This design comes from an exercise in tuning for small area, a short achievable clock period and few clock cycles on the open sky130 flow, not from production work. Function was checked by simulation only, so behaviour that the tests miss may differ from the original. Power and IR drop assume default switching activity.

==> flow/design.v (outline; a module is shown in full before it is edited, if it fits) <==
// module mac_agen: 86 lines
// module mac_form_o: 33 lines
// module mac_rsb: 15 lines
// module mac_seq_tile: 392 lines
// module mac_mul: 1148 lines
module mac_seq_tile (
    input  wire        clk,
    input  wire        rst,
    input  wire        start,
    input  wire        a_signed,
    input  wire        b_signed,
    input  wire [30:0] ag0_cfg,
    input  wire [30:0] ag1_cfg,
    output wire        busy,
    output reg         done,
    output wire [5:0]  i_addr,
    input  wire [31:0] i_rdata,
    output wire [7:0]  x_addr,
    output wire        x_we,
    output wire [15:0] x_wdata,
    input  wire [15:0] x_rdata,
    output wire [7:0]  y_addr,
    output wire        y_we,
    output wire [15:0] y_wdata,
    input  wire [15:0] y_rdata,
    output reg  [39:0] acc,
    output reg  [15:0] out,
    output reg  [3:0]  bx,
    output reg         ovf,
    output reg         fault,
    output reg  [1:0]  fault_code,
    output reg  [5:0]  pc
);
  // ...
==> flow/flow/run.sh <==
#!/bin/bash
# The standard layout (the standard flow's synthesis, floorplan, placement, CTS and routing),
# with repair_timing asked for 15 ns more setup slack than the clock period needs,
# so that the tools size the critical paths for speed. The design, its synthesis,
# clock and constraints are the standard flow's; each tool's output goes to its own log.
set -euo pipefail
bash standard.sh synth > synth.log 2>&1
bash standard.sh SETUP_SLACK_MARGIN=15 finish > layout.log 2>&1
==> flow/standard.sh <==
#!/bin/bash
# synth_recipe.tcl (not shown) runs the flow's synth.tcl, then flattens the netlist and writes it again
# the make line also repeats each setting of config.mk as NAME=value (left out here)
make -C /OpenROAD-flow-scripts/flow DESIGN_CONFIG=/design/flow/config.mk WORK_HOME=/design/flow/orfs CLKGATE_MAP_FILE= SYNTH_SCRIPT=/design/flow/synth_recipe.tcl "${@:-finish}"
==> flow/config.mk <==
export PLATFORM = sky130hd
export DESIGN_NAME = mac_seq_tile
export DESIGN_NICKNAME = mac_seq_tile
export VERILOG_FILES = /design/flow/design.v
export SDC_FILE = /design/flow/constraint.sdc
export NUM_CORES = 4
export LEC_CHECK = 0
export CAP_MARGIN = 20
export CORE_MARGIN = 2
export CORE_UTILIZATION = 40
export SLEW_MARGIN = 20
==> flow/constraint.sdc <==
create_clock -name core_clock -period 20.0 [get_ports {clk}]
set_input_delay 4.0000 -clock core_clock [delete_from_list [all_inputs] [get_ports {clk}]]
set_output_delay 4.0000 -clock core_clock [all_outputs]
set_load 0.01 [all_outputs]
==> results.txt, run 1 <==
outcome=finished clean; Clock Skew=40.7 ps; R2R depth=25; Chip Height=322 µm; Synth top cells by count=nand2_1, dfxtp_1, inv_1; routed length on met1=57000 µm; yosys warns=4; Post-Synth XOR/XNOR Area=4.24%; met3 WL=9060 µm; hold_ws=318 ps; final worst setup slack=12800 ps; Power Dens Cells=96.8 nW/µm²; dpl cells=6032; cell area after layout=54500 µm²; CP endpoint kind=register; count leader, synth=nand2_1; clock power share=21.9%; reg2reg start=e_p[3]; metal2 WL=69100 µm; CTS Buf Count=58; fraction of area in registers=21.1%; Synth area leaders=dfxtp_1, fa_1, ha_1, nand2_1, and2_1; Max Used Layer=met4; FF+latch count, synth=529; Worst-Margin Slew=1150 ps; EDFF count, synth=48; dpl ws=11230 ps; WL/cell=21.3 µm; comb pwr=2.86 mW
Testbench counts, summed over its fixed seeds: cycles 39,225.
==> run 2, diff against run 1 <==
==> flow/flow/run.sh (replaced) <==
#!/bin/bash
# The standard layout (the standard flow's synthesis, floorplan, placement, CTS and routing),
# with repair_timing asked for 13 ns more setup slack than the clock period needs,
# so that the tools size the critical paths for speed. The design, its synthesis,
# clock and constraints are the standard flow's; each tool's output goes to its own log.
set -euo pipefail
bash standard.sh synth > synth.log 2>&1
bash standard.sh SETUP_SLACK_MARGIN=13 finish > layout.log 2>&1
==> run 2 against run 1 <==
Against the previous run: synthesized area did not move; clock-buffer cell count rose by 2; wire length fell by 9.8%; hold slack improved by 3.3 ps; synthesized cell count did not move; first-iteration DRC count fell by 0.42%; sequential power barely moved; clock power barely moved; non-clock buffer count fell by 374; die area did not move; utilization fell by 7.3 points; clock skew fell by 7.6 ps; largest power group unchanged.
==> results.txt, run 2 <==
outcome=finished clean (unchanged); CTS Buf Count=59 (was 58); std cell rows=116 (unchanged); cell taking the most area after synthesis=dfxtp_1 (unchanged); Chip Height=322 µm (unchanged); Clock Skew=33.1 ps (was 40.7 ps); Max stage delay on crit path=490 ps (was 600 ps); CP dominant cell by count=fa_1 (unchanged); max-slew violation count=0 (unchanged); CP max-delay cell=fa_1 (was mux4_2); Seq/Total Area, Yosys=27.4% (unchanged); post-synthesis cell area=40400 µm² (unchanged); Cell Count, Final, Fillers Out=6218 (was 6602); Power Dens Cells=91.9 nW/µm² (was 96.8 nW/µm²); largest net degree at the start of global routing=104 (was 75); CP endpoint kind=register (unchanged); count leader, synth=nand2_1 (unchanged); Synth area leaders=dfxtp_1, fa_1, ha_1, nand2_1, and2_1 (unchanged); drt first pass iters=8 (was 6); Worst EP required=20530 ps (was 20550 ps); Worst-Skew Late Latency=670 ps (about the same); nets@finish=5491 (was 5872); Remaining DRCs=0 (unchanged); Total Neg Setup Slack=0 ps (unchanged); Final period util=35.7% (was 36.0%); dpl hpwl=93200 µm (was 94100 µm); initial core utilization=40.4% (unchanged); startpoint types=register (unchanged); CTS max path bufs=3 (unchanged); Synth top cells by count=nand2_1, dfxtp_1, inv_1 (unchanged); Worst-Margin Slew=1170 ps (was 1150 ps); Post-Synthesis Net Count=5312 (unchanged); clk sink count=529 (unchanged); Final Hold Fails=0 (unchanged); filler cell count=9557 (was 8809); Die Area=103000 µm² (unchanged); fraction of registers with async set/reset=0% (unchanged); area growth from synthesis to layout=17.1% (was 35.1%); H-tree levels=2 (unchanged); routability cong.=0.905 (was 0.892); commonest non-fill, non-tap cell in the layout=nand2_1 (unchanged); PortBufs=256 (unchanged); Critical Path AT=7680 ps (was 7750 ps); final worst path period need=7140 ps (was 7200 ps); EDFF count, synth=48 (unchanged); RSZ-0062 raised after global routing=yes (unchanged); fmax=140 MHz (was 139 MHz); Die Width=322 µm (unchanged); total number of vias=34500 (was 36800); Largest register FFs=40 (unchanged); CTS tree=built (unchanged); Initial DRC Count=3048 (was 3061); GRT Total Usage=24.2% (was 26.0%); crit path kind=register to register (unchanged); WL/cell=20.4 µm (was 21.3 µm); Hold WC Path Type=register to register (unchanged); vias in the first global route=33800 (was 35800); share of layout cells above drive strength 1=9.72% (was 29.7%); global route total overflow=0 (unchanged); dpl cells=6036 (was 6032); via/cell ratio=5.54 (was 5.57); distinct cell type count after synthesis=98 (unchanged); Final Power=4.34 mW (was 5.28 mW); worst rel slew slack=21.7% (was 23.4%); Synth Flop Type=dfxtp_1 (unchanged); cell count after synthesis=4690 (unchanged); CTS clk-pin slew, worst paths=60 ps (about the same); most frequent cells in the layout=nand2_1, inv_1, dfxtp_1 (unchanged); Leak=19.1 nW (was 22.4 nW); FF+latch count, synth=529 (unchanged); final setup vio count=0 (unchanged); Reg with most FFs=acc (unchanged); crit-path max FO=5 (was 19); core area=100000 µm² (unchanged); Yosys top cell area share=23.9% (unchanged); yosys warns=4 (unchanged); Post-DRT Antenna Nets=0 (unchanged); VDD IR max=0.0860 mV (was 0.132 mV); largest registers=acc x40, hold x19 (unchanged); # IOs=259 (unchanged); Syn Area/Cell=8.61 µm² (unchanged); antenna violations before repair=7 (unchanged); first-pass GRT wire length=196000 µm (was 210000 µm); Max-cap violations=0 (unchanged); drt total wl=127000 µm (was 141000 µm); Root Buffer=clkbuf_16 (unchanged)
## run 2: cell count changes in the layout (fill, tap and decap cells not counted), sizes merged, moves of 3 or more
| cell | before | now |
|---|---|---|
| diode | 6 | 1 |
| dlygate4sd2 | 14 | 1 |
| clkbuf | 84 | 80 |
| clkinv | 19 | 22 |
| buf | 637 | 110 |
| clkdlybuf4s50 | 66 | 248 |
| clkdlybuf4s15 | 9 | 1 |
## run 2: worst paths after layout
| check | start | to | slack, ps | cells after the start |
|---|---|---|---|---|
| worst min-delay path | r_p[4] | e_p[4] | 320 | 0 |
| worst max register to register | acc[6] | w_rsb[2] | 12860 | 32 |
| worst max-delay path | acc[6] | w_rsb[2] | 12860 | 32 |
| worst min register to register | r_p[4] | e_p[4] | 320 | 0 |
## run 2: per-layer routing
| metal | share of wire, % | global-route usage (%) | up-vias | routed length [µm] |
|---|---|---|---|---|
| li1 | - | - | 16200 | - |
| met1 | 42 | 31.6 | 16800 | 53600 |
| met2 | 48 | 41.1 | 1164 | 60700 |
| met3 | 6.5 | 3.37 | 244 | 8200 |
| met4 | 3.5 | 8.22 | 8 | 4490 |
| met5 | 0.041 | 0 | - | 52 |
## run 2: through the flow
stage                     hold WS [ps]  setup slack [ps]  utilization (%)  cell area (µm²)
after detailed placement           312             11540             44.0            44000
after global placement             313             11550             44.0            44000
final                              322             12860             47.3            47300
after global routing               324             12620             47.3            47300
after floorplan                    310             12890                -            40500
after CTS                          325             12790             46.5            46500
## run 2: power by group
| group | switching, mW | internal [mW] | leakage [nW] |
|---|---|---|---|
| Clock | 0.493 | 0.659 | 1.00 |
| Combinational | 1.05 | 0.876 | 13.6 |
| Sequential | 0.117 | 1.15 | 4.51 |
| Total | 1.66 | 2.69 | 19.1 |
## run 2: critical path: cells and delay by family (launching register included)
| family | cells | cell delay (ps) |
|---|---|---|
| fa+ha+maj | 8 | 2810 |
| simple gates | 11 | 2050 |
| compound gates | 6 | 1080 |
| flops | 1 | 420 |
| xor+xnor | 2 | 340 |
| buf+inv | 5 | 300 |
## run 2: cells by family after synthesis
| family | synth area share, % |
|---|---|
| xor+xnor | 4.24 |
| mux | 7.33 |
| buf+inv | 6.88 |
| fa+ha+maj | 20.8 |
| flops | 27.4 |
| compound gates | 14.9 |
| simple gates | 18.5 |
## run 2: timing repair
item,4_1_cts,5_1_grt
setup buffers,26,40
hold buffers,0,0
pin swaps,24,36
cloned,1,3
endpoints found under the setup margin,56,35
resized for setup,78,101
hold endpoints to repair,0,0
## run 2: final cells by class
cell class	count	area, µm²	area share [%]
clock buffers	76	1620	3.43
multi-input cells	3438	27200	57.5
repair buffers	369	3490	7.38
clock inverters	35	433	0.916
flip-flops and latches	529	11200	23.6
well taps	1298	1620	3.44
diodes	1	2.50	0.00529
inverters	472	1780	3.76
==> module mac_agen, before the edit <==
module mac_agen (
    input  wire        clk,
    input  wire        rst,
    input  wire [30:0] cfg,
    input  wire        clear,      
    input  wire        init,       
    input  wire        adv,        
    output wire        ready,      
    output wire        ready_nx,   
    output wire [7:0]  addr_cur,   
    output wire [7:0]  addr_nxt,   
    output wire [7:0]  base_in     
);
    reg [8:0] lm1_r;
    reg [3:0] s_r;        
    reg [8:0] sp;         
    reg       rdy;
    reg [3:0] cnt;
    reg       sbit;
    reg [8:0] off;
    reg [7:0] acur;
    assign ready    = rdy;
    assign ready_nx = rdy || (cnt == 4'd0 && !init && !clear);
    assign base_in  = cfg[7:0];
    assign addr_cur = acur;
    wire [8:0] step_in = cfg[17:9];
    wire [8:0] lm1_in  = cfg[26:18];
    wire [3:0] rb_in   = cfg[30:27];
    wire       fast    = (step_in <= lm1_in);
    wire [9:0]  dt   = {sp, sbit};
    wire [10:0] dsub = {1'b0, dt} + {2'b11, ~lm1_r};       
    wire [3:0]  cm1  = cnt - 4'd1;
    always @(posedge clk) begin
        if (rst) begin
            lm1_r <= 9'd0;
            s_r   <= 4'd0;
            sp    <= 9'd0;
            rdy   <= 1'b0;
            cnt   <= 4'd0;
            sbit  <= 1'b0;
        end else if (clear) begin
            rdy <= 1'b0;
        end else if (init) begin
            lm1_r <= lm1_in;
            s_r   <= (rb_in > 4'd9) ? 4'd0 : 4'd9 - rb_in;
            if (fast) begin
                sp  <= step_in;
                rdy <= 1'b1;
            end else begin
                sp   <= 9'd0;
                rdy  <= 1'b0;
                cnt  <= 4'd8;
                sbit <= step_in[8];
            end
        end else if (!rdy) begin
            sp   <= dsub[10] ? dt[8:0] : dsub[8:0];
            sbit <= (cnt != 4'd0) ? step_in[cm1] : 1'b0;
            cnt  <= cnt - 4'd1;
            if (cnt == 4'd0)
                rdy <= 1'b1;
        end
    end
    wire [9:0]  t       = {1'b0, off} + {1'b0, sp};
    wire [10:0] tsub    = {1'b0, t} + {2'b11, ~lm1_r};       
    wire [8:0]  off_adv = tsub[10] ? t[8:0] : tsub[8:0];
    wire [8:0] o9    = off_adv;
    wire [8:0] r9    = {o9[0], o9[1], o9[2], o9[3], o9[4], o9[5], o9[6], o9[7], o9[8]};
    wire [8:0] lowm  = 9'h1ff >> s_r;
    wire [8:0] rv    = (r9 >> s_r) | (o9 & ~lowm);
    wire [7:0] addr_adv = base_in + rv[7:0];
    always @(posedge clk) begin
        if (rst || clear)
            off <= 9'd0;
        else if (adv)
            off <= off_adv;
    end
    always @(posedge clk) begin
        if (rst)
            acur <= 8'd0;
        else if (init)
            acur <= base_in;
        else if (adv)
            acur <= addr_adv;
    end
    assign addr_nxt = adv ? addr_adv : acur;
endmodule
==> module mac_form_o, before the edit <==
module mac_form_o (
    input  wire [39:0] acc,
    input  wire [4:0]  pe,
    input  wire        sat,
    output wire [15:0] o
);
    wire [47:0] v0 = {7'd0, acc, 1'b0};
    wire [31:0] v1 = pe[4] ? v0[47:16] : v0[31:0];
    wire        s1 = pe[4] & (|v0[15:0]);
    wire [23:0] v2 = pe[3] ? v1[31:8]  : v1[23:0];
    wire        s2 = s1 | (pe[3] & (|v1[7:0]));
    wire [19:0] v3 = pe[2] ? v2[23:4]  : v2[19:0];
    wire        s3 = s2 | (pe[2] & (|v2[3:0]));
    wire [17:0] v4 = pe[1] ? v3[19:2]  : v3[17:0];
    wire        s4 = s3 | (pe[1] & (|v3[1:0]));
    wire [16:0] v5 = pe[0] ? v4[17:1]  : v4[16:0];
    wire        sticky = s4 | (pe[0] & v4[0]);
    wire        guard = v5[0];
    wire [15:0] q     = v5[16:1];
    reg  [24:0] allsame;                        
    integer k;
    always @* begin
        allsame[24] = 1'b1;
        for (k = 23; k >= 0; k = k - 1)
            allsame[k] = allsame[k+1] & (acc[k+15] == acc[39]);
    end
    wire fits = allsame[pe];
    wire inc  = guard & (sticky | q[0]);
    wire [15:0] qi   = q + {15'd0, inc};
    wire        pmax = (q == 16'h7fff) & inc;   
    assign o = (sat && !fits) ? (acc[39] ? 16'h8000 : 16'h7fff) :
               (sat && pmax)  ? 16'h7fff : qi;
endmodule
==> module mac_rsb, before the edit <==
module mac_rsb (
    input  wire [15:0] v,
    output reg  [3:0]  rsb
);
    integer k;
    reg     run;
    always @* begin
        rsb = 4'd0;
        run = 1'b1;
        for (k = 14; k >= 0; k = k - 1) begin
            run = run & (v[k] == v[15]);
            rsb = rsb + {3'd0, run};
        end
    end
endmodule
==> module mac_seq_tile, before the edit <==
module mac_seq_tile (
    input  wire        clk,
    input  wire        rst,
    input  wire        start,
    input  wire        a_signed,
    input  wire        b_signed,
    input  wire [30:0] ag0_cfg,
    input  wire [30:0] ag1_cfg,
    output wire        busy,
    output reg         done,
    output wire [5:0]  i_addr,
    input  wire [31:0] i_rdata,
    output wire [7:0]  x_addr,
    output wire        x_we,
    output wire [15:0] x_wdata,
    input  wire [15:0] x_rdata,
    output wire [7:0]  y_addr,
    output wire        y_we,
    output wire [15:0] y_wdata,
    input  wire [15:0] y_rdata,
    output reg  [39:0] acc,
    output reg  [15:0] out,
    output reg  [3:0]  bx,
    output reg         ovf,
    output reg         fault,
    output reg  [1:0]  fault_code,
    output reg  [5:0]  pc
);
    localparam [1:0] F_NONE = 2'd0, F_ILLEGAL = 2'd1, F_NESTED = 2'd2;
    reg        busy_r;
    reg        run;           
    reg        first;         
    reg        fin;           
    reg        fin_halt;
    reg [5:0]  fpc;           
    reg [5:0]  ppc;           
    reg        pvalid;        
    reg        use_hold;      
    reg [18:0] hold;          
    reg [15:0] k0, k1, xr, yr;
    reg [3:0]  det;
    reg        lp_active;
    reg [5:0]  lp_start;
    reg [5:0]  lp_end;
    reg [9:0]  lp_left;
    reg [7:0]  xa_r, ya_r;    
    reg        xwe_r, ywe_r;
    reg [15:0] xwd_r, ywd_r;  
    reg        xb_v, yb_v;    
    reg [7:0]  xb_a, yb_a;
    reg [15:0] xb_d, yb_d;
    assign busy    = busy_r;
    assign i_addr  = fpc;
    assign x_addr  = xa_r;
    assign y_addr  = ya_r;
    assign x_we    = xwe_r;
    assign y_we    = ywe_r;
    assign x_wdata = xwd_r;
    assign y_wdata = ywd_r;
    wire accept = start && !busy_r;
    wire [31:0] ins = use_hold ? {1'b0, hold[18:16], hold[15:0], 12'd0} : i_rdata;
    wire [3:0]  op  = ins[31:28];
    wire        i_fx = ins[27], i_fy = ins[26];
    wire        i_a0 = ins[23], i_a1 = ins[22];
    wire [15:0] imm = ins[15:0];
    wire is_arith = !op[3] && !(op[2] && (op[1] || op[0]));
    wire is_ldk0  = (op == 4'h8);
    wire is_ldk1  = (op == 4'h9);
    wire is_loop  = (op == 4'hA);
    wire is_jmp   = (op == 4'hB);
    wire is_bxclr = (op == 4'hC);
    wire is_halt  = (op == 4'hF);
    wire is_ill   = (op == 4'h5) || (op == 4'h6) || (op == 4'h7) || (op == 4'hD) || (op == 4'hE);
    reg        e_valid, e_wx, e_wy;
    reg [7:0]  e_xa, e_ya;
    wire x_force = xb_v && e_valid && e_wx;
    wire y_force = yb_v && e_valid && e_wy;
    wire rdy0n, rdy1n;
    wire stall = pvalid && is_arith &&
                 ((i_fx && x_force) || (i_fy && y_force) ||
                  (i_a0 && (first || !rdy0n)) || (i_a1 && (first || !rdy1n)));
    wire exec  = pvalid && !stall;
    wire [5:0] e_new     = imm[15:10];
    wire       loop_nest = is_loop && lp_active;
    wire       loop_ill  = is_loop && !lp_active && (e_new == ppc);
    wire       finish    = is_ill || is_halt || loop_nest || loop_ill;
    wire [1:0] fcode     = is_ill ? F_ILLEGAL : loop_nest ? F_NESTED : loop_ill ? F_ILLEGAL : F_NONE;
    wire [5:0] tgt     = imm[5:0];
    wire       jmp_out = (tgt - lp_start) > (lp_end - lp_start);
    wire       at_end  = lp_active && (ppc == lp_end);
    wire       counts  = !is_loop && !is_jmp && !finish;
    reg        n_active;
    reg [5:0]  n_start, n_end;
    reg [9:0]  n_left;
    always @* begin
        n_active = lp_active;
        n_start  = lp_start;
        n_end    = lp_end;
        n_left   = lp_left;
        if (exec) begin
            if (is_loop && !finish) begin
                n_active = 1'b1;
                n_start  = ppc + 6'd1;
                n_end    = e_new;
                n_left   = imm[9:0];
            end else if (is_jmp) begin
                if (lp_active && jmp_out)
                    n_active = 1'b0;
            end else if (counts && at_end) begin
                if (lp_left != 10'd0)
                    n_left = lp_left - 10'd1;
                else
                    n_active = 1'b0;
            end
        end
    end
    wire [5:0] fpc_seq = (n_active && fpc == n_end) ?
                         ((n_left != 10'd0) ? n_start : n_end + 6'd1) : fpc + 6'd1;
    wire ending = exec && finish;
    wire jump   = exec && is_jmp;
    wire need_x = exec && is_arith && i_fx;
    wire need_y = exec && is_arith && i_fy;
    reg        d_valid, d_arith, d_ldk0, d_ldk1, d_bxclr, d_end, d_halt;
    reg        d_mul, d_mac, d_msu, d_clr;
    reg [15:0] d_pay;         
    wire       d_fx = d_pay[15], d_fy = d_pay[14], d_wx = d_pay[13], d_wy = d_pay[12];
    wire       d_a0 = d_pay[11], d_a1 = d_pay[10], d_wr = d_pay[9];
    wire ag_adv0 = d_valid && d_arith && d_a0;
    wire ag_adv1 = d_valid && d_arith && d_a1;
    wire [7:0] xa_cur, ya_cur, xa_nxt, ya_nxt, xa_base, ya_base;
    wire rdy0, rdy1;
    mac_agen u_ag0 (.clk(clk), .rst(rst), .cfg(ag0_cfg), .clear(accept), .init(first),
                    .adv(ag_adv0), .ready(rdy0), .ready_nx(rdy0n),
                    .addr_cur(xa_cur), .addr_nxt(xa_nxt), .base_in(xa_base));
    mac_agen u_ag1 (.clk(clk), .rst(rst), .cfg(ag1_cfg), .clear(accept), .init(first),
                    .adv(ag_adv1), .ready(rdy1), .ready_nx(rdy1n),
                    .addr_cur(ya_cur), .addr_nxt(ya_nxt), .base_in(ya_base));
    reg        r_valid, r_arith, r_fx, r_fy, r_wx, r_wy, r_wr, r_sat, r_sela;
    reg [1:0]  r_selb;
    reg [4:0]  r_p;
    reg        r_mul, r_msu, r_mac, r_clr;
    reg        r_bxclr, r_end, r_halt;
    reg [7:0]  r_xa, r_ya;
    reg        e_wr, e_sat;
    reg [4:0]  e_p;
    reg        e_mul, e_msu, e_mac, e_clr;
    reg        e_bxclr, e_end, e_halt;
    reg [16:0] e_a, e_b;
    reg        w_oused, w_bxclr;
    reg [3:0]  w_rsb;
    wire [15:0] o_comb;
    mac_form_o u_form (.acc(acc), .pe(e_p), .sat(e_sat), .o(o_comb));
    wire [40:0] msum;
    mac_mul u_mul (.a(e_a), .b(e_b), .msu(e_msu), .x(acc & {40{e_mac}}), .sum(msum));
    wire acc_ovf = msum[40] ^ msum[39];
    wire [3:0] o_rsb;
    mac_rsb u_rsb (.v(o_comb), .rsb(o_rsb));
    wire x_hit_e = e_valid && e_wx && (e_xa == r_xa);
    wire x_hit_b = xb_v && (xb_a == r_xa);
    wire x_hit_w = xwe_r && (xa_r == r_xa);
    wire y_hit_e = e_valid && e_wy && (e_ya == r_ya);
    wire y_hit_b = yb_v && (yb_a == r_ya);
    wire y_hit_w = ywe_r && (ya_r == r_ya);
    wire [15:0] x_in = x_hit_e ? o_comb : x_hit_b ? xb_d : x_hit_w ? xwd_r : x_rdata;
    wire [15:0] y_in = y_hit_e ? o_comb : y_hit_b ? yb_d : y_hit_w ? ywd_r : y_rdata;
    wire [15:0] xr_new = r_fx ? x_in : xr;
    wire [15:0] yr_new = r_fy ? y_in : yr;
    reg [15:0] opa, opb;
    always @* begin
        opa = r_sela ? yr_new : xr_new;
        case (r_selb)
            2'b00:   opb = yr_new;
            2'b01:   opb = k0;
            2'b10:   opb = k1;
            default: opb = xr_new;
        endcase
    end
    wire [16:0] opa_x = {a_signed & opa[15], opa};
    wire [16:0] opb_x = {b_signed & opb[15], opb} ^ {17{r_msu}};
    wire        x_new  = e_valid && e_wx;
    wire        x_cand = xb_v || x_new;
    wire        x_sch  = x_cand && !need_x;
    wire [7:0]  x_ca   = xb_v ? xb_a : e_xa;
    wire [15:0] x_cd   = xb_v ? xb_d : o_comb;
    wire        y_new  = e_valid && e_wy;
    wire        y_cand = yb_v || y_new;
    wire        y_sch  = y_cand && !need_y;
    wire [7:0]  y_ca   = yb_v ? yb_a : e_ya;
    wire [15:0] y_cd   = yb_v ? yb_d : o_comb;
    wire [3:0] det_next = w_bxclr ? 4'd15 :
                          (w_oused && w_rsb < det) ? w_rsb : det;
    always @(posedge clk) begin
        d_arith <= is_arith;
        d_ldk0  <= is_ldk0;
        d_ldk1  <= is_ldk1;
        d_bxclr <= is_bxclr;
        d_end   <= finish;
        d_halt  <= is_halt;
        d_mul   <= is_arith && (op[2:0] == 3'd1 || op[2:0] == 3'd2 || op[2:0] == 3'd3);
        d_mac   <= is_arith && (op[2:0] == 3'd2 || op[2:0] == 3'd3);
        d_msu   <= is_arith && (op[2:0] == 3'd3);
        d_clr   <= is_arith && (op[2:0] == 3'd4);
        d_pay   <= is_arith ? {ins[27:21], (ins[20:16] > 5'd24) ? 5'd24 : ins[20:16], ins[15:12]} : imm;
        r_arith <= d_arith;
        r_fx    <= d_fx && d_arith;
        r_fy    <= d_fy && d_arith;
        r_wx    <= d_wx && d_arith;
        r_wy    <= d_wy && d_arith;
        r_wr    <= d_wr && d_arith;
        r_p     <= d_pay[8:4];
        r_sat   <= d_pay[3];
        r_sela  <= d_pay[2];
        r_selb  <= d_pay[1:0];
        r_mul   <= d_mul;
        r_mac   <= d_mac;
        r_msu   <= d_msu;
        r_clr   <= d_clr;
        r_bxclr <= d_bxclr;
        r_end   <= d_end;
        r_halt  <= d_halt;
        r_xa    <= xa_cur;
        r_ya    <= ya_cur;
        e_wx    <= r_wx;
        e_wy    <= r_wy;
        e_wr    <= r_wr;
        e_p     <= r_p;
        e_sat   <= r_sat;
        e_mul   <= r_mul;
        e_mac   <= r_mac;
        e_msu   <= r_msu;
        e_clr   <= r_clr;
        e_bxclr <= r_bxclr;
        e_end   <= r_end;
        e_halt  <= r_halt;
        e_xa    <= r_xa;
        e_ya    <= r_ya;
        e_a     <= opa_x;
        e_b     <= opb_x;
        w_rsb   <= o_rsb;
        xwd_r <= x_cd;
        ywd_r <= y_cd;
        if (x_sch ? xb_v : !xb_v) begin
            xb_a <= e_xa;
            xb_d <= o_comb;
        end
        if (y_sch ? yb_v : !yb_v) begin
            yb_a <= e_ya;
            yb_d <= o_comb;
        end
    end
    always @(posedge clk) begin
        if (rst) begin
            busy_r     <= 1'b0;
            done       <= 1'b0;
            run        <= 1'b0;
            first      <= 1'b0;
            fin        <= 1'b0;
            fin_halt   <= 1'b0;
            fpc        <= 6'd0;
            ppc        <= 6'd0;
            pvalid     <= 1'b0;
            use_hold   <= 1'b0;
            hold       <= 19'd0;
            acc        <= 40'd0;
            out        <= 16'd0;
            bx         <= 4'd15;
            det        <= 4'd15;
            ovf        <= 1'b0;
            fault      <= 1'b0;
            fault_code <= F_NONE;
            pc         <= 6'd0;
            k0         <= 16'd0;
            k1         <= 16'd0;
            xr         <= 16'd0;
            yr         <= 16'd0;
            lp_active  <= 1'b0;
            lp_start   <= 6'd0;
            lp_end     <= 6'd0;
            lp_left    <= 10'd0;
            xa_r       <= 8'd0;
            ya_r       <= 8'd0;
            xwe_r      <= 1'b0;
            ywe_r      <= 1'b0;
            xb_v       <= 1'b0;
            yb_v       <= 1'b0;
            d_valid    <= 1'b0;
            r_valid    <= 1'b0;
            e_valid    <= 1'b0;
            w_oused    <= 1'b0;
            w_bxclr    <= 1'b0;
        end else begin
            done  <= 1'b0;
            first <= accept;
            if (accept) begin
                busy_r     <= 1'b1;
                run        <= 1'b1;
                fpc        <= 6'd1;
                ppc        <= 6'd0;
                pvalid     <= 1'b1;
                use_hold   <= 1'b0;
                fault      <= 1'b0;
                fault_code <= F_NONE;
                lp_active  <= 1'b0;
            end else if (run) begin
                if (stall) begin
                    use_hold <= 1'b1;
                    hold     <= {ins[30:28], ins[27:12]};
                end else if (!pvalid) begin
                    fpc      <= fpc_seq;
                    ppc      <= fpc;
                    pvalid   <= 1'b1;
                    use_hold <= 1'b0;
                end else if (ending) begin
                    run       <= 1'b0;
                    pvalid    <= 1'b0;
                    use_hold  <= 1'b0;
                    fpc       <= 6'd0;
                    pc        <= ppc;
                    lp_active <= 1'b0;
                    if (fcode != F_NONE) begin
                        fault      <= 1'b1;
                        fault_code <= fcode;
                    end
                end else begin
                    lp_active <= n_active;
                    lp_start  <= n_start;
                    lp_end    <= n_end;
                    lp_left   <= n_left;
                    use_hold  <= 1'b0;
                    if (jump) begin
                        fpc    <= tgt;
                        ppc    <= tgt;
                        pvalid <= 1'b0;
                    end else begin
                        fpc    <= fpc_seq;
                        ppc    <= fpc;
                        pvalid <= 1'b1;
                    end
                end
            end
            if (d_valid && d_ldk0) k0 <= d_pay;
            if (d_valid && d_ldk1) k1 <= d_pay;
            d_valid <= exec && !accept && (is_arith || is_ldk0 || is_ldk1 || is_bxclr || finish);
            r_valid <= d_valid && (d_arith || d_bxclr || d_end);
            e_valid <= r_valid;
            if (r_valid && r_arith) begin
                xr <= xr_new;
                yr <= yr_new;
            end
            xwe_r <= x_sch;
            ywe_r <= y_sch;
            xa_r  <= x_sch ? x_ca : first ? xa_base : xa_nxt;
            ya_r  <= y_sch ? y_ca : first ? ya_base : ya_nxt;
            xb_v  <= x_sch ? (xb_v && x_new) : x_cand;
            yb_v  <= y_sch ? (yb_v && y_new) : y_cand;
            w_oused <= e_valid && (e_wx || e_wy || e_wr);
            w_bxclr <= e_valid && e_bxclr;
            if (e_valid) begin
                if (e_mul) begin
                    acc <= msum[39:0];
                    if (acc_ovf)
                        ovf <= 1'b1;
                end else if (e_clr) begin
                    acc <= 40'd0;
                end
                if (e_bxclr)
                    ovf <= 1'b0;
                if (e_wr)
                    out <= o_comb;
            end
            if (e_valid && e_end) begin
                if (xb_v || yb_v) begin
                    fin      <= 1'b1;
                    fin_halt <= e_halt;
                end else begin
                    done   <= 1'b1;
                    busy_r <= 1'b0;
                    if (e_halt)
                        bx <= det_next;
                end
            end
            if (fin) begin
                fin    <= 1'b0;
                done   <= 1'b1;
                busy_r <= 1'b0;
                if (fin_halt)
                    bx <= det_next;
            end
            det <= det_next;
        end
    end
endmodule
==> run 3, diff against run 2 <==
--- a/flow/design.v
+++ b/flow/design.v
@@ -15,40 +15,49 @@
     reg [3:0] s_r;        
     reg [8:0] sp;         
     reg       rdy;
+    reg       chk;        
     reg [3:0] cnt;
     reg       sbit;
     reg [8:0] off;
     reg [7:0] acur;
     assign ready    = rdy;
-    assign ready_nx = rdy || (cnt == 4'd0 && !init && !clear);
     assign base_in  = cfg[7:0];
     assign addr_cur = acur;
     wire [8:0] step_in = cfg[17:9];
     wire [8:0] lm1_in  = cfg[26:18];
     wire [3:0] rb_in   = cfg[30:27];
-    wire       fast    = (step_in <= lm1_in);
-    wire [9:0]  dt   = {sp, sbit};
-    wire [10:0] dsub = {1'b0, dt} + {2'b11, ~lm1_r};       
-    wire [3:0]  cm1  = cnt - 4'd1;
+    wire [10:0] nl = {2'b11, ~lm1_r};
+    wire [10:0] csub;
+    mac_add #(11) u_chk (.a({2'b00, sp}), .b(nl), .ci(1'b0), .s(csub));
+    wire fast = csub[10];
+    assign ready_nx = rdy || (chk && fast) || (!chk && cnt == 4'd0 && !init && !clear);
+    wire [9:0]  dt = {sp, sbit};
+    wire [10:0] dsub;
+    mac_add #(11) u_div (.a({1'b0, dt}), .b(nl), .ci(1'b0), .s(dsub));
+    wire [3:0]  cm1 = cnt - 4'd1;
     always @(posedge clk) begin
         if (rst) begin
             lm1_r <= 9'd0;
             s_r   <= 4'd0;
             sp    <= 9'd0;
             rdy   <= 1'b0;
+            chk   <= 1'b0;
             cnt   <= 4'd0;
             sbit  <= 1'b0;
         end else if (clear) begin
             rdy <= 1'b0;
+            chk <= 1'b0;
         end else if (init) begin
             lm1_r <= lm1_in;
             s_r   <= (rb_in > 4'd9) ? 4'd0 : 4'd9 - rb_in;
+            sp    <= step_in;
+            chk   <= 1'b1;
+        end else if (chk) begin
+            chk <= 1'b0;
             if (fast) begin
-                sp  <= step_in;
                 rdy <= 1'b1;
             end else begin
                 sp   <= 9'd0;
-                rdy  <= 1'b0;
                 cnt  <= 4'd8;
                 sbit <= step_in[8];
             end
@@ -60,14 +69,17 @@
                 rdy <= 1'b1;
         end
     end
-    wire [9:0]  t       = {1'b0, off} + {1'b0, sp};
-    wire [10:0] tsub    = {1'b0, t} + {2'b11, ~lm1_r};       
+    wire [9:0]  t;
+    mac_add #(10) u_t (.a({1'b0, off}), .b({1'b0, sp}), .ci(1'b0), .s(t));
+    wire [10:0] tsub;
+    mac_add #(11) u_ts (.a({1'b0, t}), .b(nl), .ci(1'b0), .s(tsub));
     wire [8:0]  off_adv = tsub[10] ? t[8:0] : tsub[8:0];
     wire [8:0] o9    = off_adv;
     wire [8:0] r9    = {o9[0], o9[1], o9[2], o9[3], o9[4], o9[5], o9[6], o9[7], o9[8]};
     wire [8:0] lowm  = 9'h1ff >> s_r;
     wire [8:0] rv    = (r9 >> s_r) | (o9 & ~lowm);
-    wire [7:0] addr_adv = base_in + rv[7:0];
+    wire [7:0] addr_adv;
+    mac_add #(8) u_a (.a(base_in), .b(rv[7:0]), .ci(1'b0), .s(addr_adv));
     always @(posedge clk) begin
         if (rst || clear)
             off <= 9'd0;
@@ -84,6 +96,32 @@
     end
     assign addr_nxt = adv ? addr_adv : acur;
 endmodule
+module mac_add #(parameter W = 8) (
+    input  wire [W-1:0] a,
+    input  wire [W-1:0] b,
+    input  wire         ci,
+    output wire [W-1:0] s
+);
+    wire [W-1:0] p0 = a ^ b;
+    reg  [W-1:0] g, p, gn, pn;
+    integer i, k;
+    always @* begin
+        g = a & b;
+        g[0] = g[0] | (p0[0] & ci);
+        p = p0;
+        for (k = 1; k < W; k = k * 2) begin
+            gn = g;
+            pn = p;
+            for (i = k; i < W; i = i + 1) begin
+                gn[i] = g[i] | (p[i] & g[i-k]);
+                pn[i] = p[i] & p[i-k];
+            end
+            g = gn;
+            p = pn;
+        end
+    end
+    assign s = p0 ^ {g[W-2:0], ci};
+endmodule
 module mac_form_o (
     input  wire [39:0] acc,
     input  wire [4:0]  pe,
@@ -112,7 +150,13 @@
     end
     wire fits = allsame[pe];
     wire inc  = guard & (sticky | q[0]);
-    wire [15:0] qi   = q + {15'd0, inc};
+    reg  [15:0] ones;                           
+    always @* begin
+        ones[0] = 1'b1;
+        for (k = 1; k < 16; k = k + 1)
+            ones[k] = ones[k-1] & q[k-1];
+    end
+    wire [15:0] qi   = q ^ (ones & {16{inc}});
     wire        pmax = (q == 16'h7fff) & inc;   
     assign o = (sat && !fits) ? (acc[39] ? 16'h8000 : 16'h7fff) :
                (sat && pmax)  ? 16'h7fff : qi;
@@ -121,15 +165,13 @@
     input  wire [15:0] v,
     output reg  [3:0]  rsb
 );
+    wire [14:0] d = v[14:0] ^ {15{v[15]}};
     integer k;
-    reg     run;
     always @* begin
-        rsb = 4'd0;
-        run = 1'b1;
-        for (k = 14; k >= 0; k = k - 1) begin
-            run = run & (v[k] == v[15]);
-            rsb = rsb + {3'd0, run};
-        end
+        rsb = 4'd15;
+        for (k = 0; k < 15; k = k + 1)
+            if (d[k])
+                rsb = 4'd14 - k[3:0];
     end
 endmodule
 module mac_seq_tile (
@@ -210,10 +252,11 @@
     wire x_force = xb_v && e_valid && e_wx;
     wire y_force = yb_v && e_valid && e_wy;
     wire rdy0n, rdy1n;
-    wire stall = pvalid && is_arith &&
+    wire pact  = busy_r && run && pvalid;    
+    wire stall = pact && is_arith &&
                  ((i_fx && x_force) || (i_fy && y_force) ||
                   (i_a0 && (first || !rdy0n)) || (i_a1 && (first || !rdy1n)));
-    wire exec  = pvalid && !stall;
+    wire exec  = pact && !stall;
     wire [5:0] e_new     = imm[15:10];
     wire       loop_nest = is_loop && lp_active;
     wire       loop_ill  = is_loop && !lp_active && (e_new == ppc);
@@ -248,8 +291,14 @@
             end
         end
     end
-    wire [5:0] fpc_seq = (n_active && fpc == n_end) ?
-                         ((n_left != 10'd0) ? n_start : n_end + 6'd1) : fpc + 6'd1;
+    wire [5:0] fpc_inc = fpc + 6'd1;
+    wire       f_at_e  = (fpc == lp_end);
+    wire [5:0] f_a     = (lp_active && f_at_e && lp_left != 10'd0) ? lp_start : fpc_inc;
+    wire [5:0] f_b     = (f_at_e && lp_left > 10'd1) ? lp_start : fpc_inc;
+    wire [5:0] f_c     = (fpc == e_new && imm[9:0] != 10'd0) ? fpc : fpc_inc;
+    wire       p_loop  = exec && is_loop && !finish;
+    wire       p_cnt   = exec && counts && at_end;
+    wire [5:0] fpc_seq = p_loop ? f_c : p_cnt ? f_b : f_a;
     wire ending = exec && finish;
     wire jump   = exec && is_jmp;
     wire need_x = exec && is_arith && i_fx;
@@ -263,10 +312,10 @@
     wire ag_adv1 = d_valid && d_arith && d_a1;
     wire [7:0] xa_cur, ya_cur, xa_nxt, ya_nxt, xa_base, ya_base;
     wire rdy0, rdy1;
-    mac_agen u_ag0 (.clk(clk), .rst(rst), .cfg(ag0_cfg), .clear(accept), .init(first),
+    mac_agen u_ag0 (.clk(clk), .rst(rst), .cfg(ag0_cfg), .clear(!busy_r), .init(first),
                     .adv(ag_adv0), .ready(rdy0), .ready_nx(rdy0n),
                     .addr_cur(xa_cur), .addr_nxt(xa_nxt), .base_in(xa_base));
-    mac_agen u_ag1 (.clk(clk), .rst(rst), .cfg(ag1_cfg), .clear(accept), .init(first),
+    mac_agen u_ag1 (.clk(clk), .rst(rst), .cfg(ag1_cfg), .clear(!busy_r), .init(first),
                     .adv(ag_adv1), .ready(rdy1), .ready_nx(rdy1n),
                     .addr_cur(ya_cur), .addr_nxt(ya_nxt), .base_in(ya_base));
     reg        r_valid, r_arith, r_fx, r_fy, r_wx, r_wy, r_wr, r_sat, r_sela;
@@ -281,14 +330,12 @@
     reg        e_bxclr, e_end, e_halt;
     reg [16:0] e_a, e_b;
     reg        w_oused, w_bxclr;
-    reg [3:0]  w_rsb;
+    reg [15:0] o_r;           
     wire [15:0] o_comb;
     mac_form_o u_form (.acc(acc), .pe(e_p), .sat(e_sat), .o(o_comb));
     wire [40:0] msum;
     mac_mul u_mul (.a(e_a), .b(e_b), .msu(e_msu), .x(acc & {40{e_mac}}), .sum(msum));
     wire acc_ovf = msum[40] ^ msum[39];
-    wire [3:0] o_rsb;
-    mac_rsb u_rsb (.v(o_comb), .rsb(o_rsb));
     wire x_hit_e = e_valid && e_wx && (e_xa == r_xa);
     wire x_hit_b = xb_v && (xb_a == r_xa);
     wire x_hit_w = xwe_r && (xa_r == r_xa);
@@ -321,6 +368,8 @@
     wire        y_sch  = y_cand && !need_y;
     wire [7:0]  y_ca   = yb_v ? yb_a : e_ya;
     wire [15:0] y_cd   = yb_v ? yb_d : o_comb;
+    wire [3:0] w_rsb;
+    mac_rsb u_rsb (.v(o_r), .rsb(w_rsb));
     wire [3:0] det_next = w_bxclr ? 4'd15 :
                           (w_oused && w_rsb < det) ? w_rsb : det;
     always @(posedge clk) begin
@@ -370,7 +419,7 @@
         e_ya    <= r_ya;
         e_a     <= opa_x;
         e_b     <= opb_x;
-        w_rsb   <= o_rsb;
+        o_r     <= o_comb;
         xwd_r <= x_cd;
         ywd_r <= y_cd;
         if (x_sch ? xb_v : !xb_v) begin
@@ -425,16 +474,18 @@
         end else begin
             done  <= 1'b0;
             first <= accept;
-            if (accept) begin
-                busy_r     <= 1'b1;
+            if (!busy_r) begin
+                busy_r     <= start;
+                fpc        <= {5'd0, start};
                 run        <= 1'b1;
-                fpc        <= 6'd1;
                 ppc        <= 6'd0;
                 pvalid     <= 1'b1;
                 use_hold   <= 1'b0;
-                fault      <= 1'b0;
-                fault_code <= F_NONE;
                 lp_active  <= 1'b0;
+                if (start) begin
+                    fault      <= 1'b0;
+                    fault_code <= F_NONE;
+                end
             end else if (run) begin
                 if (stall) begin
                     use_hold <= 1'b1;
@@ -474,7 +525,7 @@
             end
             if (d_valid && d_ldk0) k0 <= d_pay;
             if (d_valid && d_ldk1) k1 <= d_pay;
-            d_valid <= exec && !accept && (is_arith || is_ldk0 || is_ldk1 || is_bxclr || finish);
+            d_valid <= exec && (is_arith || is_ldk0 || is_ldk1 || is_bxclr || finish);
             r_valid <= d_valid && (d_arith || d_bxclr || d_end);
             e_valid <= r_valid;
             if (r_valid && r_arith) begin
==> flow/flow/run.sh (replaced) <==
#!/bin/bash
# The standard layout (the standard flow's synthesis, floorplan, placement, CTS and routing),
# with repair_timing asked for 14 ns more setup slack than the clock period needs,
# so that the tools size the critical paths for speed. The design, its synthesis,
# clock and constraints are the standard flow's; each tool's output goes to its own log.
set -euo pipefail
bash standard.sh synth > synth.log 2>&1
bash standard.sh SETUP_SLACK_MARGIN=14 finish > layout.log 2>&1
==> run 3 against run 2 <==
Against the previous run: combinational power up 31%; setup slack better by 890 ps; synthesized area up 1.2%; via count up 2.2%; critical path type unchanged; largest cell class unchanged; non-clock buffer count up 99; maximum frequency up 14%; critical path depth down 7.
==> results.txt, run 3 <==
distinct cell type count after synthesis=94 (was 98); P_sw=1.89 mW (was 1.66 mW); dpl ws=11790 ps (was 11540 ps); CTS hold repair buffers=0 (unchanged); crit-path max FO=7 (was 5); Max-cap violations=0 (unchanged); largest net degree at the start of global routing=78 (was 104); startpoint types=register (unchanged); met3 WL=8040 µm (was 8200 µm); cell taking the most area after synthesis=dfxtp_1 (unchanged); Leak=19.6 nW (was 19.1 nW); cell area after layout=49800 µm² (was 47300 µm²); Final Hold Fails=0 (unchanged); CTS Buf Count=66 (was 59); clock power share=24.3% (was 26.5%); Worst EP required=20520 ps (was 20530 ps); total number of vias=35200 (was 34500); Synth Flop Type=dfxtp_1 (unchanged); Reg with most FFs=acc (unchanged); CTS max path bufs=3 (unchanged); largest registers=acc x40, hold x19 (unchanged); std cell rows=117 (was 116); metal2 WL=63200 µm (was 60700 µm); clk sink count=542 (was 529); GRT Total Usage=25.0% (was 24.2%); fraction of registers with async set/reset=0% (unchanged); post-placement cell area=44700 µm² (was 44000 µm²); nets@finish=5547 (was 5491); Chip Height=324 µm (was 322 µm); Post-DRT Antenna Nets=0 (unchanged); Seq/Total Area, Yosys=27.7% (was 27.4%); Int Power=3.11 mW (was 2.69 mW); area growth from synthesis to layout=21.9% (was 17.1%); CP endpoint kind=register (unchanged); Max Used Layer=met4 (was met5); post-synthesis cell area=40800 µm² (was 40400 µm²); Synth area leaders=dfxtp_1, fa_1, ha_1, nand2_1, mux2i_1 (was dfxtp_1, fa_1, ha_1, nand2_1, and2_1); Combinational Power Share=50.6% (was 44.3%); drt first pass iters=6 (was 8); vias in the first global route=34900 (was 33800); antenna violations before repair=6 (was 7); most frequent cells in the layout=nand2_1, dfxtp_1, inv_1 (was nand2_1, inv_1, dfxtp_1); Initial DRC Count=2670 (was 3048); final worst path period need=6250 ps (was 7140 ps); EDFF count, synth=48 (unchanged); initial core utilization=40.3% (was 40.4%); via/cell ratio=5.53 (was 5.54); Critical Path AT=6770 ps (was 7680 ps); Power Dens Cells=101 nW/µm² (was 91.9 nW/µm²); global route total overflow=0 (unchanged); count leader, synth=nand2_1 (unchanged); routability cong.=0.926 (was 0.905); yosys warns=7 (was 4); CTS clk-pin slew, worst paths=60 ps (about the same); VDD IR max=0.107 mV (was 0.0860 mV); hold_ws=300 ps (was 322 ps); r2r setup slk=13750 ps (was 12860 ps); outcome=finished clean (unchanged); share of layout cells above drive strength 1=15.1% (was 9.72%); Remaining DRCs=0 (unchanged); Post-Synthesis Net Count=5280 (was 5312); max-slew violation count=0 (unchanged); PortBufs=256 (unchanged); Largest register FFs=40 (unchanged); WL/cell=20.9 µm (was 20.4 µm); first-pass GRT wire length=203000 µm (was 196000 µm); final worst setup slack=13750 ps (was 12860 ps); Worst-Margin Slew=984 ps (was 1170 ps); Worst-Skew Late Latency=650 ps (was 670 ps); RSZ-0062 raised after global routing=yes (unchanged); Yosys top cell area share=24.2% (was 23.9%); drt total wl=133000 µm (was 127000 µm); Die Width=324 µm (was 322 µm); worst rel slew slack=34.2% (was 21.7%); Final Power=5.00 mW (was 4.34 mW); CTS tree=built (unchanged); commonest non-fill, non-tap cell in the layout=nand2_1 (unchanged); Clock Skew=35.9 ps (was 33.1 ps); FF+latch count, synth=542 (was 529); Syn Area/Cell=8.74 µm² (was 8.61 µm²); Hold WC Path Type=register to register (unchanged); Synth top cells by count=nand2_1, dfxtp_1, inv_1 (unchanged); fmax=160 MHz (was 140 MHz); Sw Ratio=37.8% (was 38.2%); # IOs=259 (unchanged); Seq pwr share=25.2% (was 29.2%); Final period util=31.3% (was 35.7%); core area=101000 µm² (was 100000 µm²); Total Neg Setup Slack=0 ps (unchanged); dpl hpwl=94600 µm (was 93200 µm); H-tree levels=3 (was 2); final setup vio count=0 (unchanged); Die Area=105000 µm² (was 103000 µm²); routed length on met1=56800 µm (was 53600 µm); cell count after synthesis=4675 (was 4690); Root Buffer=clkbuf_16 (unchanged); crit path kind=register to register (unchanged)
## run 3: cell types whose count changed after synthesis, moves of 20 or more
cell      before  now
inv_1        458  425
nand2_1      524  504
o21ai_0      201  137
mux2_2        28   53
a22oi_1       30   54
nor2_1       350  381
xor2_1        85   47
a211oi_1      65  109
o211ai_1      65   18
and2_1       278  252
mux2i_1      155  186
xnor2_1      108  145
## run 3: critical path, stage by stage, from the launching register on
cell      delay, ps
dfxtp_4         380
buf_12          140
and2_4          150
fa_1            510
inv_2            40
fa_1            560
inv_2            50
fa_2            350
inv_2            60
fa_1            430
fa_1            560
inv_2            50
fa_2            580
ha_4            210
a21oi_4         170
nor2_2           40
a211o_1         250
and3_4          200
a311oi_4        250
o21ai_4         120
a211oi_2        300
a21oi_2         120
buf_4           170
buf_6           110
xor2_1          130
a22o_1          170
## run 3: power by group through the flow
stage | registers, mW | logic (mW) | clock network (mW)
finish | 1.26 | 2.53 | 1.21
global route | 1.27 | 2.77 | 1.27
CTS | 1.26 | 2.33 | 1.23
detailed placement | 1.29 | 1.89 | 0
global placement | 1.29 | 1.87 | 0
floorplan | 1.24 | 1.47 | 0
## run 3: cell families after synthesis
family | share of synthesized area (%)
xor gates and xnor gates | 4.12
muxes | 8.71
DFF | 27.7
AOI/OAI and AO/OA | 15.4
adders and majority gates | 19.8
and+or+nand+nor | 17.3
buffers and inverters | 6.81
## run 3: metal layers
layer	up-vias	track usage, %
li1	16500	-
met1	17300	32.6
met3	264	3.58
met5	-	0
met4	0	9.49
met2	1186	41.9
## run 3: final cells by class
class	instances	area, µm²
sequential	542	11500
antenna	5	12.5
tap	1368	1710
timing repair buffer	468	4440
multi-input combinational	3430	28400
clock inverter	34	325
timing repair inverter	1	5.00
inverter	433	1630
clock buffer	88	1820
fill	9515	51700
## run 3: worst paths after layout
path / from / cells past startpoint / to
worst min register to register: r_wy / 0 / e_wy
worst min-delay path: r_wy / 0 / e_wy
worst max register to register: e_b[9] / 25 / acc[37]
worst max-delay path: e_b[9] / 25 / acc[37]
## run 3: stage by stage
| step | util [%] | instances |
|---|---|---|
| floorplan | - | 4675 |
| global placement | 44.0 | 6076 |
| detailed placement | 44.0 | 6076 |
| CTS | 48.2 | 6325 |
| global route | 49.1 | 6368 |
| finish | 49.1 | 6369 |
## run 3: timing repair
action                                  in CTS  in global routing
setup buffers                              122                 39
cloned                                       5                  0
endpoints found under the setup margin     168                136
endpoints found under the hold margin        0                  0
pin swaps                                   79                 93
resized for setup                          312                122
Testbench counts of run 3, summed over its fixed seeds: cycles 39,288.
==> run 4, diff against run 3 <==
--- a/flow/flow/run.sh
+++ b/flow/flow/run.sh
@@ -5,4 +5,4 @@
 # clock and constraints are the standard flow's; each tool's output goes to its own log.
 set -euo pipefail
 bash standard.sh synth > synth.log 2>&1
-bash standard.sh SETUP_SLACK_MARGIN=14 finish > layout.log 2>&1
+bash standard.sh SETUP_SLACK_MARGIN=14 TNS_END_PERCENT=20 finish > layout.log 2>&1
==> run 4 against run 3 <==
Against the previous run: synthesized cell count stayed put; non-clock buffer count fell by 2; maximum frequency grew 1.1%; via count fell by 0.85%; hold slack improved by 25 ps; setup slack improved by 67 ps; clock-buffer cell count shrank 16; synthesized area did not move; critical path type unchanged.
==> results.txt, run 4 <==
CP endpoint kind=register (unchanged); reg2reg start=e_a[1] (was e_b[9]); Yosys top cell area share=24.2% (unchanged); distinct cell type count after synthesis=94 (unchanged); Worst-Skew Late Latency=660 ps (was 650 ps); Total Neg Setup Slack=0 ps (unchanged); largest net degree at the start of global routing=111 (was 78); PortBufs=256 (unchanged); EDFF count, synth=48 (unchanged); commonest non-fill, non-tap cell in the layout=nand2_1 (unchanged); worst rel slew slack=21.1% (was 34.2%); CTS clk-pin slew, worst paths=60 ps (about the same); routability cong.=0.911 (was 0.926); hold_ws=325 ps (was 300 ps); share of layout cells above drive strength 1=14.4% (was 15.1%); antenna violations before repair=5 (was 6); crit path kind=register to register (unchanged); Synth area leaders=dfxtp_1, fa_1, ha_1, nand2_1, mux2i_1 (unchanged); GRT Total Usage=24.7% (was 25.0%); Largest register FFs=40 (unchanged); dpl hpwl=94100 µm (was 94600 µm); yosys warns=7 (unchanged); global route total overflow=0 (unchanged); max-slew violation count=0 (unchanged); Syn Area/Cell=8.74 µm² (unchanged); Post-DRT Antenna Nets=0 (unchanged); first-pass GRT wire length=202000 µm (was 203000 µm); count leader, synth=nand2_1 (unchanged); CTS Buf Count=61 (was 66); fmax=162 MHz (was 160 MHz); # IOs=259 (unchanged); drt first pass iters=5 (was 6); Clock Skew=27.5 ps (was 35.9 ps); Worst EP required=20550 ps (was 20520 ps); startpoint types=register (unchanged); Critical Path AT=6730 ps (was 6770 ps); final worst path period need=6180 ps (was 6250 ps); Post-Synthesis Net Count=5280 (unchanged); Initial DRC Count=2706 (was 2670); Power Dens Cells=99.9 nW/µm² (was 101 nW/µm²); register area=11400 µm² (was 11500 µm²); HP Start=r_mac (was r_wy); VDD IR max=0.155 mV (was 0.107 mV); final setup vio count=0 (unchanged); Max-cap violations=0 (unchanged); Chip Height=324 µm (unchanged); vias in the first global route=34400 (was 34900); RSZ-0062 raised after global routing=yes (unchanged); filler cell count=9495 (was 9515); dpl cells=6077 (was 6076); core area=101000 µm² (unchanged); WL/cell=20.6 µm (was 20.9 µm); Leak=19.6 nW (about the same); most frequent cells in the layout=nand2_1, dfxtp_1, inv_1 (unchanged); post-synthesis cell area=40800 µm² (unchanged); nets@finish=5540 (was 5547); CTS max path bufs=3 (unchanged); clk sink count=542 (unchanged); H-tree levels=2 (was 3); largest registers=acc x40, hold x19 (unchanged); fraction of registers with async set/reset=0% (unchanged); crit-path max FO=8 (was 7); Hold WC Path Type=register to register (unchanged); Remaining DRCs=0 (unchanged); Reg with most FFs=acc (unchanged); Cell Count, Final, Fillers Out=6358 (was 6369); std cell rows=117 (unchanged); Root Buffer=clkbuf_16 (unchanged); Seq/Total Area, Yosys=27.7% (unchanged); cell taking the most area after synthesis=dfxtp_1 (unchanged); area taken by multi-input logic gates=28300 µm² (was 28400 µm²); FF+latch count, synth=542 (unchanged); Final period util=30.9% (was 31.3%); outcome=finished clean (unchanged); final worst setup slack=13820 ps (was 13750 ps); drt total wl=131000 µm (was 133000 µm); Setup crit start=e_a[1] (was e_b[9]); CTS tree=built (unchanged); Worst-Margin Slew=1170 ps (was 984 ps); Synth top cells by count=nand2_1, dfxtp_1, inv_1 (unchanged); total number of vias=34900 (was 35200); Die Area=105000 µm² (unchanged); CTS hold repair buffers=0 (unchanged); dpl ws=11860 ps (was 11790 ps); Synth Flop Type=dfxtp_1 (unchanged); initial core utilization=40.3% (unchanged); Final Hold Fails=0 (unchanged); cell count after synthesis=4675 (unchanged); Die Width=324 µm (unchanged); via/cell ratio=5.49 (was 5.53); area growth from synthesis to layout=21.5% (was 21.9%)
[run 4: cell type report]
| class | instances | area share [%] |
|---|---|---|
| antenna | 2 | 0.0101 |
| sequential | 542 | 23.1 |
| timing repair buffer | 466 | 8.84 |
| inverter | 433 | 3.29 |
| clock inverter | 44 | 1.08 |
| multi-input combinational | 3430 | 57.0 |
| tap | 1368 | 3.45 |
| timing repair inverter | 1 | 0.0101 |
| clock buffer | 72 | 3.30 |
[run 4: final timing paths]
path,endpoint,slack (ps),cells after the start
setup / recovery,ovf,13820,24
hold / removal,e_mac,330,0
setup reg to reg,ovf,13820,24
hold reg to reg,e_mac,330,0
[run 4: cells by family after synthesis]
kind of cell               Yosys count  share of synthesized area (%)
and+or+nand+nor                   1497                           17.3
AOI/OAI and AO/OA                  976                           15.4
buffers and inverters              705                           6.81
DFF                                542                           27.7
adders and majority gates          476                           19.8
muxes                              287                           8.71
xor gates and xnor gates           192                           4.12
[run 4: layer usage]
| metal | vias to the layer above | GRT usage [%] | part of all wire (%) |
|---|---|---|---|
| met1 | 17100 | 33.0 | 43 |
| met4 | 4 | 8.04 | 3.4 |
| met3 | 235 | 3.17 | 6.4 |
| met5 | - | 0 | 0.019 |
| met2 | 1165 | 41.4 | 47 |
| li1 | 16400 | - | - |
[run 4: stage by stage]
step | power (mW) | utilization (%) | cell area [µm²]
floorplan | 2.65 | - | 41000
global placement | 3.10 | 43.9 | 44500
detailed placement | 3.12 | 43.9 | 44500
CTS | 4.70 | 47.7 | 48400
global route | 5.27 | 48.9 | 49600
finish | 4.96 | 48.9 | 49600
[run 4: what timing repair did]
| action | in CTS | in global routing |
|---|---|---|
| setup buffers | 86 | 71 |
| setup endpoints to repair | 173 | 162 |
| cloned | 5 | 0 |
| pin swaps | 49 | 101 |
| gates resized for setup | 250 | 149 |
[run 4: worst max-delay path, stage by stage (launching register included)]
cell      delay, ps
dfxtp_2         330
buf_12          140
and2_4          160
ha_4            260
inv_2            40
fa_2            540
inv_1            50
fa_1            470
inv_1            50
fa_2            360
fa_2            460
fa_1            490
inv_1            50
fa_2            540
ha_4            210
a21o_1          180
a221o_1         340
a21oi_4         230
buf_6           150
o21ai_4          70
a211oi_4        300
a21oi_4         120
a31oi_4         200
nor4b_1          80
a221o_1         250
[run 4: power breakdown]
| group | internal [mW] | switching [mW] |
|---|---|---|
| Clock | 0.709 | 0.512 |
| Combinational | 1.21 | 1.27 |
| Sequential | 1.17 | 0.0888 |
==> run 5, diff against run 4 <==
--- a/flow/flow/run.sh
+++ b/flow/flow/run.sh
@@ -5,4 +5,4 @@
 # clock and constraints are the standard flow's; each tool's output goes to its own log.
 set -euo pipefail
 bash standard.sh synth > synth.log 2>&1
-bash standard.sh SETUP_SLACK_MARGIN=14 TNS_END_PERCENT=20 finish > layout.log 2>&1
+bash standard.sh SETUP_SLACK_MARGIN=14 TNS_END_PERCENT=5 finish > layout.log 2>&1
==> run 5 against run 4 <==
Against the previous run: via count up 0.33%; highest routed layer unchanged; maximum frequency down 0.96%; critical path depth down 9; combinational power down 6%; still clean; non-clock buffer count down 11; critical endpoint is now lp_active; final cell count down 0.14%; largest cell class unchanged; flip-flop and latch count unchanged; synthesized area unchanged; clock-buffer cell count up 9; sequential share of layout area up 0.15 points.
==> results.txt, run 5 <==
Crit path max-delay family=compound AO/OA/AOI/OAI gates (was adder cells); Worst-Margin Slew=1180 ps (was 1170 ps); count leader, synth=nand2_1 (unchanged); max-slew violation count=0 (unchanged); Post-DRT Antenna Nets=0 (unchanged); yosys warns=7 (unchanged); FF+latch count, synth=542 (unchanged); worst rel slew slack=21.2% (was 21.1%); Largest register FFs=40 (unchanged); outcome=finished clean (unchanged); Worst-Skew Late Latency=670 ps (was 660 ps); Power Dens Cells=96.9 nW/µm² (was 99.9 nW/µm²); nets@finish=5529 (was 5540); routability cong.=0.922 (was 0.911); Syn Area/Cell=8.74 µm² (unchanged); drt first pass iters=6 (was 5); commonest non-fill, non-tap cell in the layout=nand2_1 (unchanged); Post-Synthesis Net Count=5280 (unchanged); VDD IR max=0.133 mV (was 0.155 mV); Critical Path AT=6820 ps (was 6730 ps); CTS clk-pin slew, worst paths=60 ps (about the same); CP endpoint kind=register (unchanged); clk sink count=542 (unchanged); Die Area=105000 µm² (unchanged); cell count after synthesis=4675 (unchanged); Max stage delay on crit path=350 ps (was 540 ps); fraction of registers with async set/reset=0% (unchanged); crit-path cells=dlygate4sd2_1 -> nor2b_4 -> buf_4 -> fa_2 -> a21o_1 -> a21oi_2 -> xnor2_1 -> ha_1 -> a21o_1 -> a21oi_1 -> o21ai_1 -> o211a_1 -> a2111oi_2 -> o21ai_1 -> a21oi_1 (was buf_12 -> and2_4 -> ha_4 -> inv_2 -> fa_2 -> inv_1 -> fa_1 -> inv_1 -> fa_2 -> fa_2 -> fa_1 -> inv_1 -> fa_2 -> ha_4 -> a21o_1 -> a221o_1 -> a21oi_4 -> buf_6 -> o21ai_4 -> a211oi_4 -> a21oi_4 -> a31oi_4 -> nor4b_1 -> a221o_1); H-tree levels=2 (unchanged); Leak=19.4 nW (was 19.6 nW); std cell rows=117 (unchanged); drt total wl=132000 µm (was 131000 µm); final worst path period need=6240 ps (was 6180 ps); CP max-delay cell=fa_2 (unchanged); total number of vias=35000 (was 34900); Synth area leaders=dfxtp_1, fa_1, ha_1, nand2_1, mux2i_1 (unchanged); filler cell count=9534 (was 9495); first-pass GRT wire length=202000 µm (about the same); Total Neg Setup Slack=0 ps (unchanged); Worst EP required=20570 ps (was 20550 ps); Die Width=324 µm (unchanged); final setup vio count=0 (unchanged); CTS max path bufs=3 (unchanged); dpl hpwl=94400 µm (was 94100 µm); initial core utilization=40.3% (unchanged); Synth Flop Type=dfxtp_1 (unchanged); CTS hold repair buffers=0 (unchanged); startpoint types=input port (was register); GRT Total Usage=24.7% (about the same); cell taking the most area after synthesis=dfxtp_1 (unchanged); most frequent cells in the layout=nand2_1, dfxtp_1, inv_1 (unchanged); Clock Skew=48.6 ps (was 27.5 ps); Initial DRC Count=2692 (was 2706); Final period util=31.2% (was 30.9%); via/cell ratio=5.52 (was 5.49); largest net degree at the start of global routing=76 (was 111); largest registers=acc x40, hold x19 (unchanged); CTS tree=built (unchanged); Final Power=4.78 mW (was 4.96 mW); core area=101000 µm² (unchanged); RSZ-0062 raised after global routing=yes (unchanged); final worst setup slack=13760 ps (was 13820 ps); critical path buffer and inverter count=2 (was 6); area growth from synthesis to layout=20.8% (was 21.5%); Reg with most FFs=acc (unchanged); r2r setup slk=13790 ps (was 13820 ps); CTS Buf Count=61 (unchanged); Seq/Total Area, Yosys=27.7% (unchanged); Hold WC Path Type=register to register (unchanged); final core occ=48.6% (was 48.9%); WL/cell=20.8 µm (was 20.6 µm); PortBufs=256 (unchanged); dpl ws=11820 ps (was 11860 ps); Max-cap violations=0 (unchanged); Chip Height=324 µm (unchanged); area taken by multi-input logic gates=28100 µm² (was 28300 µm²); global route total overflow=0 (unchanged); Root Buffer=clkbuf_16 (unchanged); Yosys top cell area share=24.2% (unchanged); fmax=160 MHz (was 162 MHz); EDFF count, synth=48 (unchanged); Synth top cells by count=nand2_1, dfxtp_1, inv_1 (unchanged); Remaining DRCs=0 (unchanged); # IOs=259 (unchanged); crit path kind=input port to register (was register to register); distinct cell type count after synthesis=94 (unchanged); crit-path max FO=4 (was 8); share of layout cells above drive strength 1=14.0% (was 14.4%); post-synthesis cell area=40800 µm² (unchanged); vias in the first global route=34300 (was 34400); register area=11400 µm² (about the same); antenna violations before repair=5 (unchanged); Final Hold Fails=0 (unchanged)
-- run 5: per-stage QoR --
| stage | hold WS [ps] | instances | cell area [µm²] |
|---|---|---|---|
| after detailed placement | 312 | 6080 | 44500 |
| after floorplan | 310 | 4675 | 41000 |
| after global routing | 311 | 6346 | 49300 |
| after global placement | 311 | 6080 | 44500 |
| after CTS | 303 | 6282 | 48200 |
| final | 294 | 6349 | 49300 |
-- run 5: logic make-up after synthesis --
group,Yosys count,share of synthesized area [%]
AOI/OAI and AO/OA,976,15.4
xor gates and xnor gates,192,4.12
adders and majority gates,476,19.8
buffers and inverters,705,6.81
DFF,542,27.7
muxes,287,8.71
and+or+nand+nor,1497,17.3
-- run 5: repair_timing --
action	CTS	global route
buffers inserted	83	59
endpoints found under the hold margin	0	0
gates resized for setup	227	158
gates cloned	5	2
endpoints found under the setup margin	176	160
pin swaps	45	90
-- run 5: worst paths after layout --
path / from / endpoint / depth (start not counted)
max: i_rdata[1] / lp_active / 15
min: r_mac / e_mac / 0
max reg2reg: e_a[4] / ovf / 23
min reg2reg: r_mac / e_mac / 0
-- run 5: metal layers --
layer,track usage [%],share of wire [%]
met2,41.9,48
met5,0,0.0076
met3,3.53,6.6
met4,8.16,3.5
met1,32.4,42
-- run 5: area by class of cell --
class	count	area share (%)
Sequential cell	542	23.2
Multi-Input combinational cell	3430	57.0
Timing Repair inverter	1	0.0101
Tap cell	1368	3.47
Antenna cell	6	0.0304
Clock inverter	33	0.792
Inverter	433	3.31
Timing Repair Buffer	455	8.66
Clock buffer	81	3.50
-- run 5: power breakdown --
part / switching [mW] / internal (mW)
Clock: 0.501 / 0.688
Combinational: 1.22 / 1.11
Sequential: 0.0910 / 1.17
Total: 1.81 / 2.97

## port drivers added, routing unchanged
How much do the figures lean on ideal ports? The routed layouts below were timed once more, with nothing changed but the port constraints.
Step 1 sets driving cells, clkbuf_16 on the clock port and buf_2 on the other inputs (assumed; they add their load-dependent delay and slew).
Step 2 also shifts input and output timing later by t, the mid clock arrival at the registers, as if the neighbouring blocks saw the same clock.
Three values: ideal ports, drivers, drivers and shift; two values: the first two.
| run | shift t [ns] | slack for setup (ns) | worst slew at a driven data input, ns |
|---|---|---|---|
| run 1 | 0.716 | 12.799 / 12.799 / 12.746 | 0.12 |
| run 2 | 0.720 | 12.858 / 12.858 / 12.445 | 0.11 |
| run 3 | 0.692 | 13.748 / 13.748 / 13.192 | 0.12 |
| run 4 | 0.712 | 13.816 / 13.805 / 13.170 | 0.13 |
| run 5 | 0.710 | 13.756 / 13.781 / 13.079 | 0.13 |
After both steps setup and hold are still met in every run listed. For run 5, which loses most, drivers alone change the setup slack by +0.025 ns; drivers and shift together by -0.677 ns.
